Background: an optimization exercise with open tools, aiming at small area, a short achievable clock period and few clock cycles per item. Do not read the settings as production practice.
In this exercise RTL edits were held to simulation tests only and were not proved equivalent to the original.
Power and IR drop assume default switching activity.

## flow/design.v (module list and top-level ports; edited modules follow where they fit)
// module sorrel_cu: 295 lines
// module sorrel_alu: 69 lines
// module sorrel_accadd: 26 lines
// module sorrel_ash: 35 lines
// module sorrel_ext: 35 lines
// module sorrel_mul: 1546 lines
module sorrel_cu (
    input  wire        clk,
    input  wire        rst,         
    input  wire        in_valid,
    output wire        in_ready,
    input  wire [15:0] in_instr,
    input  wire [31:0] in_data,
    output reg         out_valid,
    output reg  [31:0] out_data,
    output reg  [2:0]  out_flags    
);
  // ...
==> flow/flow/run.sh <==
#!/bin/bash
# The standard layout, with ORFS's timing repair aimed at a setup slack
# of SETUP_SLACK_MARGIN ns instead of 0, so that the repair sizes the logic
# for a short achieved period. The synthesis, the clock, its period and the
# I/O constraints are the design's, unchanged. The make output goes to
# standard.log; ORFS's own logs are under orfs/logs.
set -euo pipefail
bash standard.sh SETUP_SLACK_MARGIN=20.5 finish > standard.log 2>&1
==> flow/standard.sh <==
#!/bin/bash
# synth_recipe.tcl (not shown) runs the flow's synth.tcl, then flattens the netlist and writes it again
# the make line also repeats each setting of config.mk as NAME=value (left out here)
make -C /OpenROAD-flow-scripts/flow DESIGN_CONFIG=/design/flow/config.mk WORK_HOME=/design/flow/orfs CLKGATE_MAP_FILE= SYNTH_SCRIPT=/design/flow/synth_recipe.tcl "${@:-finish}"
==> flow/config.mk <==
export PLATFORM = sky130hd
export DESIGN_NAME = sorrel_cu
export DESIGN_NICKNAME = sorrel_cu
export VERILOG_FILES = /design/flow/design.v
export SDC_FILE = /design/flow/constraint.sdc
export NUM_CORES = 8
export LEC_CHECK = 0
export ABC_AREA = 1
export CAP_MARGIN = 20
export CORE_MARGIN = 2
export CORE_UTILIZATION = 45
export PLACE_DENSITY = 0.6
export SLEW_MARGIN = 20
==> flow/constraint.sdc <==
create_clock -name core_clock -period 27.0 [get_ports {clk}]
set_input_delay 5.4000 -clock core_clock [delete_from_list [all_inputs] [get_ports {clk}]]
set_output_delay 5.4000 -clock core_clock [all_outputs]
set_load 0.01 [all_outputs]
==> run summary, run 1 <==
During I/O placement, the number of pins put on the boundary was 88. In this run, post-CTS hold repair placed 0 buffers. At the end of routability-driven placement, the weighted congestion stood at 1.22. The signal on the critical path passes through buf_6. After clock tree synthesis, the repair step resized 610 gates. The tree is rooted in a clkbuf_16. After detailed routing, the met3 layer carries 78.1 mm of wire. Summing all flip-flop and latch instances after layout gives 32,000 µm². The number of buffer and inverter instances along the worst setup path works out to 1. The run finished with no timing, DRC or antenna violations. The initial cell density of the core was 0.452; the setup slack on the worst flop-to-flop path was 20.41 ns.

The synthesized area divided by synthesized cell count was 7.65 µm². The endpoint identified for the worst register-to-register timing path is ax[3][5]. Setup repair after global routing could not meet its margin everywhere. The total design power was 0.0187 W. For this run, the detailed router's first-pass iteration total came to 11.

The depth of the worst register-to-register path was 25. The cell class with the largest area share is multi-input combinational cells. The total half-perimeter wirelength after legalization and detailed placement came out at 378 mm.

Post-synthesis cell type with the largest combined area: edfxtp_1. The most used routing layer is met2. For the pin with the worst max-slew slack, the measured transition is 1.28 ns.

The fraction of power spent switching nets came out at 0.523. Along the worst hold path, the cell count comes to 0. In the layout the commonest cells are nand2_1, inv_1, edfxtp_1. The number of standard cells after synthesis is 12,828, and the endpoint arrival time on the critical path is 1.39 ns. The initial antenna violation count was 53; the switching power was 0.00978 W.

In this run the power density over the cells is 168 nW/µm². The relative slew slack is 0.142, and the number of synthesized register bits is 1,154. The number of synthesized flops with an enable pin is 880, and the area enclosed by the die boundary is 222,000 µm². Summed over all layers, the global routing overflow is 0. After the first detailed-routing iteration, the DRC count stood at 16,878. The leakage power is 49.3 nW.

The clock-net power came out at 0.00197 W. The final layout contains routed wiring with a total length of 553 mm. Summing all multi-input logic gate instances after layout gives 59,500 µm². The run gives 0.0139 W as the combinational group power. Across all hold checks on the routed design, the worst slack comes to 0.343 ns.
Testbench counts, summed over its fixed seeds: cycles 24,368, instrs 24,256.
==> run 2, diff against run 1 <==
--- a/flow/config.mk
+++ b/flow/config.mk
@@ -7,7 +7,10 @@
 export LEC_CHECK = 0
 export ABC_AREA = 1
-export CAP_MARGIN = 20
+export CAP_MARGIN = 30
 export CORE_MARGIN = 2
 export CORE_UTILIZATION = 45
+export CTS_BUF_LIST = sky130_fd_sc_hd__clkbuf_16
+export CTS_CLUSTER_DIAMETER = 80
+export CTS_CLUSTER_SIZE = 20
 export PLACE_DENSITY = 0.6
-export SLEW_MARGIN = 20
+export SLEW_MARGIN = 30
==> run summary, run 2 <==
The run finished with no timing, DRC or antenna violations. The run gives 0 (unchanged) as the number of hold buffers added after cts. The path type of the worst min-delay path is reg -> reg (unchanged). The tools report the number of max-cap violations as 0 (unchanged). The transition time of the tightest slew-check pin is 1.14 ns (was 1.28 ns), and the detailed-route wire length is 552 mm (was 553 mm).

The number of synthesized register bits works out to 1,154 (unchanged). The tools report the met1 layer wirelength in the final routing as 190 mm (was 189 mm). The tools report the critical path required time as 21.60 ns (about the same).

Number of standard cells after synthesis: 12,828 (unchanged). The number of inserted filler cells in the final layout is 21,122 (was 21,010). The top-area cell type share of the netlist area came out at 0.269 (unchanged).

Growth of design area from synthesis to finish: 12.3% (was 13.6%). The pin count of the biggest net entering global routing is 95 (unchanged), and the count of buffers from port buffering is 87 (unchanged). The logs give 95,722 (was 96,401) for the via count of the first global-routing pass and 147 MHz (about the same) for the highest clock rate. The worst-path cell with the longest stage delay was dfxtp_4 (unchanged). The power density relative to cell area was 167 nW/µm² (was 168 nW/µm²). The via count of the routed design came out at 103,443 (was 103,995). TritonCTS built the clock tree. The final critical path time including I/O delays and setup came out at 6.80 ns (was 6.79 ns).

Top flop regs: d (512), ah (128), al (128) (unchanged). The peak per-stage delay on the critical path was 0.43 ns (was 0.42 ns); the final weighted congestion in routability-driven placement was 1.22 (unchanged). The yosys synthesis warning count was 8 (unchanged); the vias per cell was 6.61 (about the same).

The total routing resource utilization after global routing is 0.479 (was 0.481). The clock transition at the registers of the reported paths works out to 0.08 ns (was 0.05 ns). The kind of cell with the highest combined delay on the critical path was flip-flops (unchanged). The number of placed I/O pins is 88 (unchanged), and the remaining design rule violation count is 0 (unchanged). The portion of netlist area occupied by mux cells was 0.00643 (unchanged); the clock skew was 0.0941 ns (was 0.121 ns).

The highest net fanout along the worst path came out at 1 (unchanged). The tools report the start point of the worst hold path as t_flag (unchanged). The final number of hold-violating endpoints is 0 (unchanged). The die width was 471 µm (unchanged). The tools report the setup slack on the worst flop-to-flop path as 20.30 ns (was 20.41 ns). The origin of the critical flop-to-flop path is e2_ir[4] (was e2_ps[3]). For the initial antenna violation count, the log shows 52 (was 53). The final design instance area without fill was 110,000 µm² (was 111,000 µm²). Commonest cells in the netlist: nand2_1, inv_1, edfxtp_1 (unchanged). The number of detailed-routing iterations run before antenna repair was 14 (was 11); the count of nets left with antenna violations after detail routing was 0 (unchanged). Buffer cell driving the clock tree root: clkbuf_16 (unchanged). Leading cell type in the layout, fill and taps excluded: nand2_1 (unchanged).

The clock net sink count came out at 1,154 (unchanged). For the violation count after the first detailed-route iteration, the log shows 17,091 (was 16,878). Number of levels in the clock H-tree: 3 (was 4). The site row count was 171 (unchanged); the number of synthesized flops with an enable pin was 880 (unchanged).

The final sum of negative setup slack was 0 ns (unchanged); the flip-flop count of the largest register, all copies and words added was 512 (unchanged). Setup repair after global routing could not meet its margin everywhere. Register bank with the most flops: d (unchanged).

The endpoint arrival time on the critical path is 1.40 ns (was 1.39 ns). The count of placed standard cells in the final layout, fillers left out is 15,653 (was 15,731). The topmost layer with routed signal wires is met5 (unchanged).

Synth area leaders: edfxtp_1, nand2_1, fa_1, xor2_1, dfxtp_1 (unchanged). The number of buffer and inverter instances along the worst setup path came out at 1 (unchanged). Worst path cell trace: buf_6 (unchanged).

The tools report the category of the worst setup path launch point as a flip-flop (unchanged). The largest buffer count on any clock path is 3 (unchanged), and the sequential fraction of the synthesis area is 0.325 (unchanged). The cell total after placement was 15,293 (was 15,294).

The leakage power is 48.8 nW (was 49.3 nW). Most frequent cells in the layout: nand2_1, inv_1, edfxtp_1 (unchanged). The met3 wire length is 78.1 mm (about the same), and the share of synthesized registers carrying an async set or reset is 0 (unchanged). The post-synthesis cell type with the largest combined area is edfxtp_1 (unchanged). The kind of end point of the critical path is a primary output (unchanged). For the worst-skew pair later-pin latency, the log shows 0.88 ns (about the same). The mapped cell area is 98,100 µm² (unchanged), and the final cycle utilization of the critical path is 0.252 (about the same).

The tools report the sum of overflow across all layers after global routing as 0 (unchanged). The vertical extent of the die was 471 µm (unchanged). The tools report the launch point of the critical path as out_flags[2] (unchanged). The synthesized area divided by synthesized cell count was 7.65 µm² (unchanged).

The initial cell density of the core was 0.452 (unchanged); the number of failing setup endpoints in the final timing report was 0 (unchanged). The tools report the routed length on met2 as 224 mm (about the same). The path type of the worst setup path was reg -> out (unchanged). The tools report the total design power as 0.0184 W (was 0.0187 W). The post-detailed-placement cell area came out at 102,000 µm² (about the same). The synthesized-area fraction occupied by xor and xnor cells is 0.0653 (unchanged), and the count of final max-slew check failures is 0 (unchanged). Main combinational cell family by area after synthesis: simple AND/OR/NAND/NOR gates (unchanged). Count of distinct cell types in the synthesized netlist: 71 (unchanged). Total half-perimeter wirelength after legalization and detailed placement: 378 mm (about the same). The area share of fa/ha/maj cells after synthesis came out at 0.137 (unchanged). The TritonCTS buffer count is 96 (was 139), and the area enclosed by the die boundary is 222,000 µm² (unchanged).

The dominant cell by count in the synthesized netlist was nand2_1 (unchanged). The post-synthesis compound-gate area fraction was 0.156 (unchanged); the maximum vdd drop was 0.000591 V (was 0.000598 V). The logs give 13,524 (was 13,560) for the net total in the final layout and 750 mm (was 752 mm) for the global-route wire length before repair. The most instantiated flip-flop cell in the synthesis netlist was edfxtp_1 (unchanged). The average wire per standard cell works out to 35.3 µm (was 35.1 µm). The share of cells above drive strength 1 is 0.0955 (was 0.0999), and the net count after synthesis is 13,661 (unchanged). The run gives 217,000 µm² (unchanged) as the area of the core region.

The tools report the relative slew slack as 0.230 (was 0.142). Simple-gate share of the synthesized area: 0.221 (unchanged).
## run 2: path summary, 6_finish.rpt
kind | to | cells past startpoint
min reg2reg | out_flags[2] | 0
min | out_flags[2] | 0
max | out_flags[2] | 1
max reg2reg | ah[3][2] | 21
## run 2: layout make-up
type                            count  area, µm²  area share
Tap cell                         2854       3570      0.0324
Inverter                         1486       5740      0.0521
Timing Repair Buffer              566       5930      0.0538
Sequential cell                  1154      32000       0.291
Antenna cell                       30       75.1    0.000681
Timing Repair inverter              3       18.8    0.000170
Clock buffer                       96       2400      0.0218
Clock inverter                     80        966     0.00877
Multi-Input combinational cell   9384      59500       0.540
## run 2: metal layers
layer | vias up | track usage
li1 | 42696 | -
met1 | 49374 | 0.570
met2 | 8808 | 0.685
met3 | 2522 | 0.179
met4 | 43 | 0.395
met5 | - | 0.0130
## run 2: timing repair
item,CTS,global route
cloned,9,20
setup endpoints to repair,1022,928
setup buffers,46,71
gates resized for setup,616,320
pin swaps,22,50
## run 2: power by group
part | switching, W | internal (W)
Sequential | 0.000261 | 0.00260
Clock | 0.000832 | 0.000721
Combinational | 0.00870 | 0.00526
## run 2: metrics by stage
step                 util  setup WS (ns)  hold slack [ns]
floorplan               -          20.28            0.331
global placement    0.472          18.13            0.340
detailed placement  0.472          18.32            0.343
CTS                 0.497          20.19            0.349
global route        0.507          20.21            0.357
finish              0.508          20.20            0.349
## run 2: cell families (layout without fill, tap and decap cells)
| kind of cell | count (synthesis) | after routing |
|---|---|---|
| other cells | 0 | 30 |
| simple gates | 5290 | 5297 |
| mux | 63 | 63 |
| flops | 1154 | 1154 |
| compound gates | 2512 | 2512 |
| fa+ha+maj | 782 | 782 |
| xor+xnor | 730 | 730 |
| buf+inv | 2297 | 2231 |
==> run 3, diff against run 2 <==
--- a/flow/config.mk
+++ b/flow/config.mk
@@ -9,8 +9,8 @@
 export CAP_MARGIN = 30
 export CORE_MARGIN = 2
-export CORE_UTILIZATION = 45
+export CORE_UTILIZATION = 50
 export CTS_BUF_LIST = sky130_fd_sc_hd__clkbuf_16
 export CTS_CLUSTER_DIAMETER = 80
 export CTS_CLUSTER_SIZE = 20
-export PLACE_DENSITY = 0.6
+export PLACE_DENSITY = 0.62
 export SLEW_MARGIN = 30
==> run summary, run 3 <==
The growth of design area from synthesis to finish works out to 12.0% (was 12.3%). The kind of cell with the highest combined delay on the critical path was flip-flops (unchanged). The run gives 1.20 (was 1.22) as the final weighted congestion in routability-driven placement. The run gives 59,600 µm² (was 59,500 µm²) as the multi-input combinational cell area.

The run gives 0 (unchanged) as the count of nets left with antenna violations after detail routing. The share of cells above drive strength 1 is 0.0975 (was 0.0955), and the number of synthesized flops with an enable pin is 880 (unchanged). The detailed-route wire length came out at 559 mm (was 552 mm).

The run gives 1,154 (unchanged) as the clock net sink count. The post-synthesis cell type with the largest combined area is edfxtp_1 (unchanged). The category of the worst setup path launch point is a flip-flop (unchanged).

The sum of overflow across all layers after global routing is 0 (unchanged). The synthesized area divided by synthesized cell count is 7.65 µm² (unchanged), and the vias per cell is 6.90 (was 6.61). Worst path cell trace: buf_6 (unchanged). The tools report the number of levels in the clock H-tree as 3 (unchanged). The count of final max-slew check failures was 0 (unchanged); the yosys synthesis warning count was 8 (unchanged).

The number of failing setup endpoints in the final timing report is 0 (unchanged). The path type of the worst min-delay path was reg -> reg (unchanged). Commonest cells in the netlist: nand2_1, inv_1, edfxtp_1 (unchanged).

The violation count after the first detailed-route iteration was 20,452 (was 17,091); the final sum of negative setup slack was 0 ns (unchanged). Worst-path cell with the longest stage delay: dfxtp_4 (unchanged). The logs give 0.176 (was 0.230) for the relative slew slack and 0.503 (was 0.452) for the initial cell density of the core. The sequential fraction of the synthesis area came out at 0.325 (unchanged). The tools report the kind of end point of the critical path as a primary output (unchanged). The dominant cell by count in the synthesized netlist is nand2_1 (unchanged). The number of max-cap violations is 0 (unchanged).

The via count of the routed design was 106,535 (was 103,443). The critical path required time was 21.60 ns (about the same). Synth area leaders: edfxtp_1, nand2_1, fa_1, xor2_1, dfxtp_1 (unchanged). Maximum vdd drop: 0.000659 V (was 0.000591 V).

Count of buffers from port buffering: 87 (unchanged). The peak per-stage delay on the critical path is 0.42 ns (was 0.43 ns). The final cycle utilization of the critical path was 0.250 (was 0.252); the post-detailed-placement cell area was 102,000 µm² (about the same).

The net count after synthesis came out at 13,661 (unchanged). The highest clock rate is 148 MHz (was 147 MHz). The via count of the first global-routing pass is 96,851 (was 95,722). The average wire per standard cell is 36.2 µm (was 35.3 µm), and the leakage power is 48.7 nW (was 48.8 nW).

The total half-perimeter wirelength after legalization and detailed placement was 379 mm (was 378 mm). For the initial antenna violation count, the log shows 80 (was 52). For the number of placed I/O pins, the log shows 88 (unchanged). The final design instance area without fill was 110,000 µm² (about the same). The number of synthesized register bits is 1,154 (unchanged). Final number of hold-violating endpoints: 0 (unchanged).

Register bank with the most flops: d (unchanged). The flow ran to the end and the layout has no timing, DRC or antenna violations. The pin count of the biggest net entering global routing was 80 (was 95). Final critical path time including I/O delays and setup: 6.74 ns (was 6.80 ns). Highest net fanout along the worst path: 1 (unchanged). Most frequent cells in the layout: nand2_1, inv_1, edfxtp_1 (unchanged). Buffer cell driving the clock tree root: clkbuf_16 (unchanged). The clock transition at the registers of the reported paths is 0.09 ns (was 0.08 ns), and the largest buffer count on any clock path is 3 (unchanged). The transition time of the tightest slew-check pin came out at 1.23 ns (was 1.14 ns). The tools report the count of distinct cell types in the synthesized netlist as 71 (unchanged).

The most instantiated flip-flop cell in the synthesis netlist was edfxtp_1 (unchanged). The number of standard cells after synthesis is 12,828 (unchanged), and the flip-flop count of the largest register, all copies and words added is 512 (unchanged). The power density relative to cell area is 172 nW/µm² (was 167 nW/µm²), and the global-route wire length before repair is 755 mm (was 750 mm). Top flop regs: d (512), ah (128), al (128) (unchanged). The site row count is 162 (was 171). TritonCTS built the clock tree. The run gives 86 (was 96) as the TritonCTS buffer count. The clock skew is 0.0766 ns (was 0.0941 ns), and the number of inserted filler cells in the final layout is 18,342 (was 21,122). The worst-skew pair later-pin latency is 0.87 ns (was 0.88 ns), and the die width is 447 µm (was 471 µm).

The leading cell type in the layout, fill and taps excluded is nand2_1 (unchanged). The path type of the worst setup path was reg -> out (unchanged). The share of synthesized registers carrying an async set or reset came out at 0 (unchanged). The endpoint arrival time on the critical path was 1.34 ns (was 1.40 ns); the top-area cell type share of the netlist area was 0.269 (unchanged). The sequential cell area is 32,000 µm² (about the same), and the area enclosed by the die boundary is 200,000 µm² (was 222,000 µm²). The mapped cell area came out at 98,100 µm² (unchanged).

Setup repair after global routing could not meet its margin everywhere. The vertical extent of the die is 447 µm (was 471 µm). The tools report the remaining design rule violation count as 0 (unchanged).

The number of detailed-routing iterations run before antenna repair came out at 13 (was 14). The run gives 195,000 µm² (was 217,000 µm²) as the area of the core region. The number of buffer and inverter instances along the worst setup path was 1 (unchanged). The net total in the final layout is 13,529 (was 13,524).

The total routing resource utilization after global routing was 0.540 (was 0.479).
[run 3: power by group]
part / internal [W] / switching (W)
Combinational: 0.00530 / 0.00931
Clock: 0.000639 / 0.000779
Sequential: 0.00260 / 0.000277
Total: 0.00853 / 0.0104
[run 3: final cells by class]
cell class / count / share of cell area
Multi-Input combinational cell: 9379 / 0.542
Timing Repair Buffer: 588 / 0.0567
Antenna cell: 70 / 0.00159
Clock inverter: 61 / 0.00676
Sequential cell: 1154 / 0.291
Inverter: 1486 / 0.0521
Timing Repair inverter: 1 / 0.0000455
Tap cell: 2624 / 0.0299
Clock buffer: 86 / 0.0196
[run 3: logic make-up (layout without fill, tap and decap cells)]
group | after synthesis | after routing | share of synthesized area
buf+inv | 2297 | 2222 | 0.0899
other cells | 0 | 70 | 0
flops | 1154 | 1154 | 0.325
fa+ha+maj | 782 | 782 | 0.137
mux | 63 | 63 | 0.00643
simple gates | 5290 | 5292 | 0.221
xor+xnor | 730 | 730 | 0.0653
compound gates | 2512 | 2512 | 0.156
[run 3: path summary, 6_finish.rpt]
check / endpoint / cells past startpoint / slack [ns] / from
max: out_data[17] / 1 / 20.26 / out_data[17]
min: out_flags[2] / 0 / 0.36 / t_flag
max reg2reg: e2_s[19] / 30 / 20.30 / ir_xs[7]
min reg2reg: out_flags[2] / 0 / 0.36 / t_flag
[run 3: routing by layer]
metal | vias to the layer above | track usage | share of wire
li1 | 42690 | - | -
met1 | 49916 | 0.632 | 0.33
met2 | 10591 | 0.727 | 0.38
met3 | 3286 | 0.281 | 0.18
met4 | 52 | 0.442 | 0.11
met5 | - | 0.0190 | 0.0014
[run 3: repair_timing]
item / 4_1_cts / 5_1_grt
resized for setup: 584 / 357
hold buffers: 0 / 0
buffers inserted: 43 / 96
cloned: 7 / 21
pin swaps: 17 / 41
setup endpoints to repair: 1035 / 963
[run 3: metrics by stage]
step                       util  std cells  hold WS (ns)  total power, W  worst slack, ns
after floorplan               -      12828         0.331          0.0105            20.28
after global placement    0.523      15051         0.340          0.0158            18.37
after detailed placement  0.524      15059         0.348          0.0161            18.63
after CTS                 0.549      15256         0.353          0.0177            20.28
after global routing      0.563      15393         0.365          0.0199            20.27
final                     0.564      15449         0.356          0.0189            20.26

what the ideal ports hide:
In the flow no input, the clock included, has a driving cell. The finished layouts below were timed again as built, in two steps.
Step 1, drivers: a clkbuf_16 drives clk and a buf_2 each remaining input, both assumed.
Step 2, shift: input delay + t, output delay - t, t = (earliest + latest rising clock arrival at the registers) / 2. This alone moves slack from input paths to output paths.
Three values: ideal ports, drivers, drivers and shift; two values: the first two.
run	shift t [ns]	setup WS [ns]	hold WS [ns]	slew at the worst register clock pin (ns)
run 1	0.915	20.206 / 20.111 / 19.683	0.343 / 0.343 / 0.343	0.07 / 0.07
run 2	0.925	20.202 / 20.108 / 19.689	0.349 / 0.349 / 0.349	0.09 / 0.09
run 3	0.932	20.259 / 20.158 / 19.567	0.356 / 0.356 / 0.356	0.09 / 0.09
After both steps every run listed still meets setup and hold. For run 3, which loses most, drivers alone change the setup slack by -0.101 ns; drivers and shift together by -0.692 ns.
